Context: an optimization exercise on an open-source flow, tuned for small area and a short achievable clock period. The choices shown serve that exercise and are no tape-out recipe.
The RTL was checked by simulation tests, not by an equivalence proof against the original design.
No activity file was given, so power comes from the tool's default toggle rates.

oak:
// cic_decim
module cic_decim (
    input  wire               clk,
    input  wire               rst,         
    input  wire               restart,     
    input  wire [2:0]         cfg_order,   
    input  wire [5:0]         cfg_shift,   
    input  wire [20:0]        cfg_ratio,   
    input  wire               in_valid,
    input  wire signed [23:0] in_data,
    input  wire               in_sat,
    output reg                out_valid,
    output reg  signed [23:0] out_data,
    output reg                out_sat
);
For scale: roughly 1100 flip-flops, roughly 71000 sq um of cells after synthesis.
==> module bk_add, before the edit <==
module bk_add #(parameter N = 88) (
    input  wire [N-1:0] a,
    input  wire [N-1:0] b,
    input  wire         ci,
    output wire [N-1:0] s
);
    localparam L = (N > 64) ? 7 : (N > 32) ? 6 : (N > 16) ? 5 : (N > 8) ? 4 : (N > 4) ? 3 : (N > 2) ? 2 : 1;
    wire [N-1:0] p = a ^ b;
    wire [N-1:0] g0 = (a & b);
    wire [N-1:0] gl [0:L];
    wire [N-1:0] pl [0:L];
    assign gl[0] = {g0[N-1:1], g0[0] | (p[0] & ci)};
    assign pl[0] = p;
    genvar l, j;
    generate
        for (l = 0; l < L; l = l + 1) begin : g_lv
            for (j = 0; j < N; j = j + 1) begin : g_b
                if ((j >> l) % 2 == 1) begin : g_n
                    assign gl[l+1][j] = gl[l][j] | (pl[l][j] & gl[l][((j >> l) << l) - 1]);
                    assign pl[l+1][j] = pl[l][j] & pl[l][((j >> l) << l) - 1];
                end else begin : g_p
                    assign gl[l+1][j] = gl[l][j];
                    assign pl[l+1][j] = pl[l][j];
                end
            end
        end
    endgenerate
    wire [N-1:0] c = gl[L];               
    assign s = p ^ {c[N-2:0], ci};
endmodule
clock: 16.5 ns
lec_check: 0
cap_margin: 20
core_margin: 2
core_utilization: 40
cts_cluster_diameter: 150
cts_cluster_size: 22
slew_margin: 20
standard.sh (not shown) runs the stock make flow with config.mk's settings and CLKGATE_MAP_FILE= SYNTH_SCRIPT=/design/flow/synth_recipe.tcl, a recipe that flattens the netlist after the stock synthesis.
==> flow/flow/run.sh <==
#!/bin/bash
# The standard layout (the standard.sh: ORFS synthesis to final layout),
# with ORFS's timing repair aiming at a setup slack of 11.7 ns on the design's
# own clock and constraints, so that the layout is sized and buffered for a
# short achieved period. The make output goes to standard_make.log.
set -euo pipefail
bash standard.sh SETUP_SLACK_MARGIN=11.7 finish > standard_make.log 2>&1
Edits applied to the flow inputs when going from oak to pine:
--- a/flow/design.v
+++ b/flow/design.v
@@ -209,25 +209,36 @@
 );
     localparam L = (N > 64) ? 7 : (N > 32) ? 6 : (N > 16) ? 5 : (N > 8) ? 4 : (N > 4) ? 3 : (N > 2) ? 2 : 1;
     wire [N-1:0] p = a ^ b;
     wire [N-1:0] g0 = (a & b);
-    wire [N-1:0] gl [0:L];
-    wire [N-1:0] pl [0:L];
+    wire [N-1:0] gl [0:2*L];
+    wire [N-1:0] pl [0:2*L];
     assign gl[0] = {g0[N-1:1], g0[0] | (p[0] & ci)};
     assign pl[0] = p;
     genvar l, j;
     generate
-        for (l = 0; l < L; l = l + 1) begin : g_lv
+        for (l = 0; l < L; l = l + 1) begin : g_up
             for (j = 0; j < N; j = j + 1) begin : g_b
-                if ((j >> l) % 2 == 1) begin : g_n
-                    assign gl[l+1][j] = gl[l][j] | (pl[l][j] & gl[l][((j >> l) << l) - 1]);
-                    assign pl[l+1][j] = pl[l][j] & pl[l][((j >> l) << l) - 1];
+                if ((j % (2 << l)) == ((2 << l) - 1) && j >= (1 << l)) begin : g_n
+                    assign gl[l+1][j] = gl[l][j] | (pl[l][j] & gl[l][j - (1 << l)]);
+                    assign pl[l+1][j] = pl[l][j] & pl[l][j - (1 << l)];
                 end else begin : g_p
                     assign gl[l+1][j] = gl[l][j];
                     assign pl[l+1][j] = pl[l][j];
                 end
             end
         end
+        for (l = L - 2; l >= 0; l = l - 1) begin : g_dn
+            for (j = 0; j < N; j = j + 1) begin : g_b
+                if ((j % (2 << l)) == ((1 << l) * 3 - 1) % (2 << l) && j >= (3 << l) - 1) begin : g_n
+                    assign gl[2*L-1-l][j] = gl[2*L-2-l][j] | (pl[2*L-2-l][j] & gl[2*L-2-l][j - (1 << l)]);
+                    assign pl[2*L-1-l][j] = pl[2*L-2-l][j];
+                end else begin : g_p
+                    assign gl[2*L-1-l][j] = gl[2*L-2-l][j];
+                    assign pl[2*L-1-l][j] = pl[2*L-2-l][j];
+                end
+            end
+        end
     endgenerate
-    wire [N-1:0] c = gl[L];               
+    wire [N-1:0] c = gl[2*L-1];           
     assign s = p ^ {c[N-2:0], ci};
 endmodule
==> comparison <==
- pine ends up with a fraction of layout instances using a drive strength above 1 that is 1.8 points higher than in oak.
- pine | status: complete | timing, DRC, antenna: pass
- Final-layout worst hold slack: oak vs pine — no meaningful difference
- Shortest clock period the worst path allows after layout: higher on pine
- met2 wire length on pine is up relative to oak.
- Of oak and pine, pine shows the lower share of the final layout cell area in multi-input gates, with oak above it.
- Diff oak -> pine: power density over the cells decreased 3.6%; worst setup slack decreased 220 ps; total chip power decreased about 0.7%.
- pine vs. oak: cell count after synthesis went down by 472.

-- static timing again, ports no longer ideal --
In the flow no input, the clock included, has a driving cell. The finished layouts below were timed again as built, in two steps. Step 1 assumes that a clkbuf_16 drives the clock port and a buf_2 every other input. Step 2 also shifts input and output timing later by t, the mid clock arrival at the registers, as if the neighbouring blocks saw the same clock. Slacks: no drivers / after step 1 / after step 2; pairs: no drivers / after step 1.
| run | t, ns | slack for setup (ns) | clock arrival spread, ns | worst slew at a driven data input, ns |
|---|---|---|---|---|
| oak | 0.804 | 11.818 / 11.752 / 11.387 | 0.035 / 0.035 | 0.05 |
| pine | 0.801 | 11.601 / 11.601 / 11.333 | 0.041 / 0.041 | 0.04 |
After both steps every run listed still meets setup and hold. For oak, which loses most, drivers alone change the setup slack by -0.066 ns; drivers and shift together by -0.431 ns.
